Source: an optimization exercise on an open RTL-to-GDS flow (aim: small area). Production flows keep margins and buffers that such runs may drop.
The RTL was checked by simulation tests, not by an equivalence proof against the original design.

Setup of job 4148:
==> flow/design.v (excerpt) <==
module prism_engine (
    input  wire        clk,
    input  wire        rst,
    input  wire        start,
    input  wire        stop,
    input  wire [9:0]  entry,
    input  wire [10:0] len,
    input  wire [15:0] div,
    output reg  [2:0]  state,
    output reg  [3:0]  cause,
    output reg  [2:0]  start_err,
    output wire [9:0]  imem_addr,
    input  wire [31:0] imem_rdata,
    output reg         dmem_re,
    output reg         dmem_we,
    output reg  [7:0]  dmem_addr,
    output reg  [31:0] dmem_wdata,
    input  wire [31:0] dmem_rdata,
    input  wire [63:0] rtime,
    input  wire [7:0]  pin_in,
    output reg  [7:0]  pin_out,
    output reg  [7:0]  pin_oe,
    input  wire        in_valid,
    input  wire [31:0] in_data,
    output wire        in_ready,
    output wire [4:0]  in_level,
    output wire        out_valid,
    output wire [31:0] out_data,
    input  wire        out_ready,
    output wire [4:0]  out_level,
    output reg  [31:0] pub_word,
    output reg  [3:0]  irq
);
    localparam [2:0] ST_STOPPED = 3'd1, ST_RUNNING = 3'd3,
                     ST_HALTED  = 3'd4, ST_FAULTED = 3'd5;
    localparam [5:0] OP_NOP = 6'h00, OP_LDI = 6'h01, OP_LUI = 6'h02,
                     OP_MOV = 6'h03, OP_ADD = 6'h04, OP_SUB = 6'h05,
                     OP_AND = 6'h06, OP_OR  = 6'h07, OP_XOR = 6'h08,
                     OP_SHL = 6'h09, OP_SHR = 6'h0A, OP_SAR = 6'h0B,
                     OP_ADDI = 6'h0C, OP_MUL = 6'h0D, OP_LD = 6'h0E,
                     OP_ST  = 6'h0F, OP_JMP = 6'h10, OP_JCC = 6'h11,
                     OP_DJNZ = 6'h12, OP_CALL = 6'h13, OP_RET = 6'h14,
                     OP_HALT = 6'h15, OP_PDIR = 6'h18, OP_POUT = 6'h19,
                     OP_POUTR = 6'h1A, OP_PIN = 6'h1B, OP_WAITP = 6'h1C,
  ...
Settings: LEC_CHECK=0, ABC_AREA=1, CAP_MARGIN=20, CORE_MARGIN=2, CORE_UTILIZATION=45, CTS_BUF_LIST=sky130_fd_sc_hd__clkbuf_8, CTS_CLUSTER_DIAMETER=80, CTS_CLUSTER_SIZE=14, SLEW_MARGIN=20; clock period 12.0 ns.
standard.sh (not shown) runs the stock make flow with config.mk's settings and CLKGATE_MAP_FILE= SYNTH_SCRIPT=/design/flow/synth_recipe.tcl, a recipe that flattens the netlist after the stock synthesis.
==> flow/flow/run.sh <==
#!/bin/bash
# Layout flow: the standard flow, with the port buffers made from the
# smallest plain buffer instead of the flow's default delay buffer, and
# cells on paths with slack to spare sized down after global routing.
set -o pipefail
export BUFFER_PORTS_ARGS="-buffer_cell sky130_fd_sc_hd__buf_1"
export RECOVER_POWER=100
bash standard.sh 2>&1 | tee standard.log
Job 4148 finished every stage; the final checks, however, were not passed, the failures being max-capacitance violations, max-slew violations, negative setup slack.
Input-level comparison between job 7095 and job 4148:
==> flow/flow/run.sh <==
#!/bin/bash
# Layout flow: the standard flow, with the port buffers made from the
# smallest plain buffer instead of the flow's default delay buffer.
set -o pipefail
export BUFFER_PORTS_ARGS="-buffer_cell sky130_fd_sc_hd__buf_1"
bash standard.sh 2>&1 | tee standard.log
diff --git a/flow/config.mk b/flow/config.mk
--- a/flow/config.mk
+++ b/flow/config.mk
@@ -7,9 +7,9 @@
 export LEC_CHECK = 0
 export ABC_AREA = 1
-export CAP_MARGIN = 20
+export CAP_MARGIN = 30
 export CORE_MARGIN = 2
-export CORE_UTILIZATION = 45
+export CORE_UTILIZATION = 55
 export CTS_BUF_LIST = sky130_fd_sc_hd__clkbuf_8
 export CTS_CLUSTER_DIAMETER = 80
 export CTS_CLUSTER_SIZE = 14
-export SLEW_MARGIN = 20
+export SLEW_MARGIN = 30
### Flow results
Job 7095 was carried through to the last stage, and its layout satisfied the timing, design-rule and antenna checks.
Compared job 4148 against job 7095; critical path required time within noise.
Wire length of the first global-routing pass (job 7095 vs. job 4148) decreases by a few percent
Register-to-register slack deteriorates in job 7095 relative to job 4148.
Diff job 4148 -> job 7095 | number of cells on the critical path | up by more than a quarter
Diff job 7095..job 4148 | cell area | negligible
Count of non-CTS buffers in the layout came out lower on job 7095 than on job 4148.
Edits applied to the flow inputs when going from job 7095 to job 4174:
diff --git a/flow/config.mk b/flow/config.mk
--- a/flow/config.mk
+++ b/flow/config.mk
@@ -9,5 +9,5 @@
 export CAP_MARGIN = 30
 export CORE_MARGIN = 2
-export CORE_UTILIZATION = 55
+export CORE_UTILIZATION = 50
 export CTS_BUF_LIST = sky130_fd_sc_hd__clkbuf_8
 export CTS_CLUSTER_DIAMETER = 80
## What came out
- Job 4174 vs job 7095 — highest clock frequency the design can meet dropped slightly
- Delta(clock-buffer cell count, job 4174 - job 7095) > 0
- Delta (job 4174 minus job 7095): total wirelength of the detailed-routed design up 5300 um, vias after detailed routing saw a decrease.

prism_engine again, from the RTL that the note above started with.
clock: 12.0 ns
lec_check: 0
abc_area: 1
cap_margin: 20
core_margin: 2
core_utilization: 45
cts_buf_list: sky130_fd_sc_hd__clkbuf_8
slew_margin: 20
==> flow/flow/run.sh <==
#!/bin/bash
# Layout flow: the standard flow, with the port buffers made from the
# smallest plain buffer instead of the flow's default delay buffer.
set -o pipefail
export BUFFER_PORTS_ARGS="-buffer_cell sky130_fd_sc_hd__buf_1"
bash standard.sh 2>&1 | tee standard.log
Then changed:
--- a/flow/config.mk
+++ b/flow/config.mk
@@ -8,3 +8,3 @@
 export ABC_AREA = 1
-export CAP_MARGIN = 20
+export CAP_MARGIN = 30
 export CORE_MARGIN = 2
@@ -12,2 +12,4 @@
 export CTS_BUF_LIST = sky130_fd_sc_hd__clkbuf_8
-export SLEW_MARGIN = 20
+export CTS_CLUSTER_DIAMETER = 80
+export CTS_CLUSTER_SIZE = 14
+export SLEW_MARGIN = 30
Outcome:
- synthesized area does not change
- via count falls by 1.8%
- utilization falls by 1.3 points
- count of clock-buffer cells in the layout falls by 149
- routed wire length falls by 1.1%
- final cell count falls by 2.2%

## job 2299
Another version of the RTL of prism_engine (not shown whole).
Size: ~370 I/O pins.
export LEC_CHECK = 0
export ABC_AREA = 1
export CAP_MARGIN = 30
export CORE_MARGIN = 2
export CORE_UTILIZATION = 50
export CTS_BUF_LIST = sky130_fd_sc_hd__clkbuf_8
export CTS_CLUSTER_DIAMETER = 80
export CTS_CLUSTER_SIZE = 14
export SLEW_MARGIN = 30
create_clock -name core_clock -period 12.0 [get_ports {clk}]
Scripts as last shown in full above: flow/flow/run.sh
### job 2299 -> job 5902
- changing SLEW_MARGIN from 30 to 20
- changing CAP_MARGIN from 30 to 20
- removing CTS_CLUSTER_SIZE (formerly 14)
- removing CTS_CLUSTER_DIAMETER (formerly 80)
- changing CORE_UTILIZATION from 50 to 45
==> flow/run.sh (new file) <==
#!/bin/bash
# synth_recipe.tcl (not shown) runs the flow's synth.tcl, then flattens the netlist and writes it again
# the make line also repeats each setting of config.mk as NAME=value (left out here)
make -C /OpenROAD-flow-scripts/flow DESIGN_CONFIG=/design/flow/config.mk WORK_HOME=/design/flow/orfs CLKGATE_MAP_FILE= SYNTH_SCRIPT=/design/flow/synth_recipe.tcl finish
removed: flow/flow/run.sh
removed: flow/standard.sh
--- outcome ---
Number of non-clock buffers: job 5902 higher than job 2299. Side by side, shortest period the worst path allows turned out higher in job 5902 than in job 2299. Count of clock-buffer cells in the layout: job 5902 vs job 2299 up 145. Taking job 2299 as the reference, in job 5902 sequential share of cell area fell 2.4 points, share of the clock period used by the worst path rose 0.20 points, area overhead of the layout relative to synthesis rose 6.0 points. For job 5902, the worst setup path startpoint was imem_rdata[28], unlike job 2299, where it was imem_rdata[27]. Sort job 2299 and job 5902 by met1 layer usage reported by global route desc -> top: job 2299.
Modified inputs, job 2666 compared to job 5902
==> flow/flow/run.sh (new file) <==
#!/bin/bash
# Layout flow: the standard flow, with the port buffers made from the
# smallest plain buffer instead of the flow's default delay buffer.
set -o pipefail
export BUFFER_PORTS_ARGS="-buffer_cell sky130_fd_sc_hd__buf_1"
bash standard.sh 2>&1 | tee standard.log
==> flow/standard.sh (new file) <==
#!/bin/bash
# synth_recipe.tcl (not shown) runs the flow's synth.tcl, then flattens the netlist and writes it again
# the make line also repeats each setting of config.mk as NAME=value (left out here)
make -C /OpenROAD-flow-scripts/flow DESIGN_CONFIG=/design/flow/config.mk WORK_HOME=/design/flow/orfs CLKGATE_MAP_FILE= SYNTH_SCRIPT=/design/flow/synth_recipe.tcl "${@:-finish}"
removed: flow/run.sh
[summary]
Job 2666 completed end to end with timing, DRC and antenna clean.
[compare] base=job 5902 new=job 2666: maximum single-stage delay on the critical path has decreased, post-placement cell count has decreased.
[compare] base=job 5902 new=job 2666: worst hold slack -0.0080 ns; final cell count without fillers -about 0.53%.
Sequential share of layout area: job 2666 higher than job 5902
Job 2666 ended with more worst setup slack than job 5902.

## static timing again, ports no longer ideal
The flow's constraints put no driver on any port. The routed layouts listed below were extracted and timed again, unchanged, in two steps. Step 1: set_driving_cell puts a clkbuf_16 on clk and a buf_2 on each other input, an assumption about the parent block. Step 2 also shifts input and output timing later by t, the mid clock arrival at the registers, as if the neighbouring blocks saw the same clock. a / b / c = ideal / step 1 / step 2; a / b = the first two.
| run | t, ns | setup WS [ns] | hold WS [ns] | slew at the worst register clock pin (ns) |
|---|---|---|---|---|
| job 4148 | 1.080 | -0.044 / -0.078 / -0.954 | 0.450 / 0.450 / 0.450 | 0.10 / 0.10 |
| job 7095 | 1.041 | 0.400 / 0.378 / -0.236 | 0.457 / 0.457 / 0.457 | 0.11 / 0.11 |
| job 4174 | 1.071 | 0.307 / 0.286 / 0.008 | 0.448 / 0.448 / 0.448 | 0.11 / 0.11 |
| the first run of note 2 | 1.111 | 0.328 / 0.305 / -0.197 | 0.442 / 0.442 / 0.442 | 0.07 / 0.07 |
| the second run of note 2 | 1.051 | 0.523 / 0.503 / -0.343 | 0.452 / 0.452 / 0.452 | 0.11 / 0.11 |
| job 2299 | 1.047 | 0.434 / 0.406 / 0.176 | 0.444 / 0.444 / 0.444 | 0.11 / 0.11 |
| job 5902 | 1.134 | 0.410 / 0.374 / 0.034 | 0.435 / 0.435 / 0.435 | 0.08 / 0.08 |
| job 2666 | 1.143 | 0.822 / 0.795 / 0.006 | 0.427 / 0.427 / 0.427 | 0.07 / 0.07 |
Met with ideal ports but missed after step 2: setup timing in job 7095, the first run of note 2 and the second run of note 2. For job 4148, which loses most, drivers alone change the setup slack by -0.034 ns; drivers and shift together by -0.910 ns.
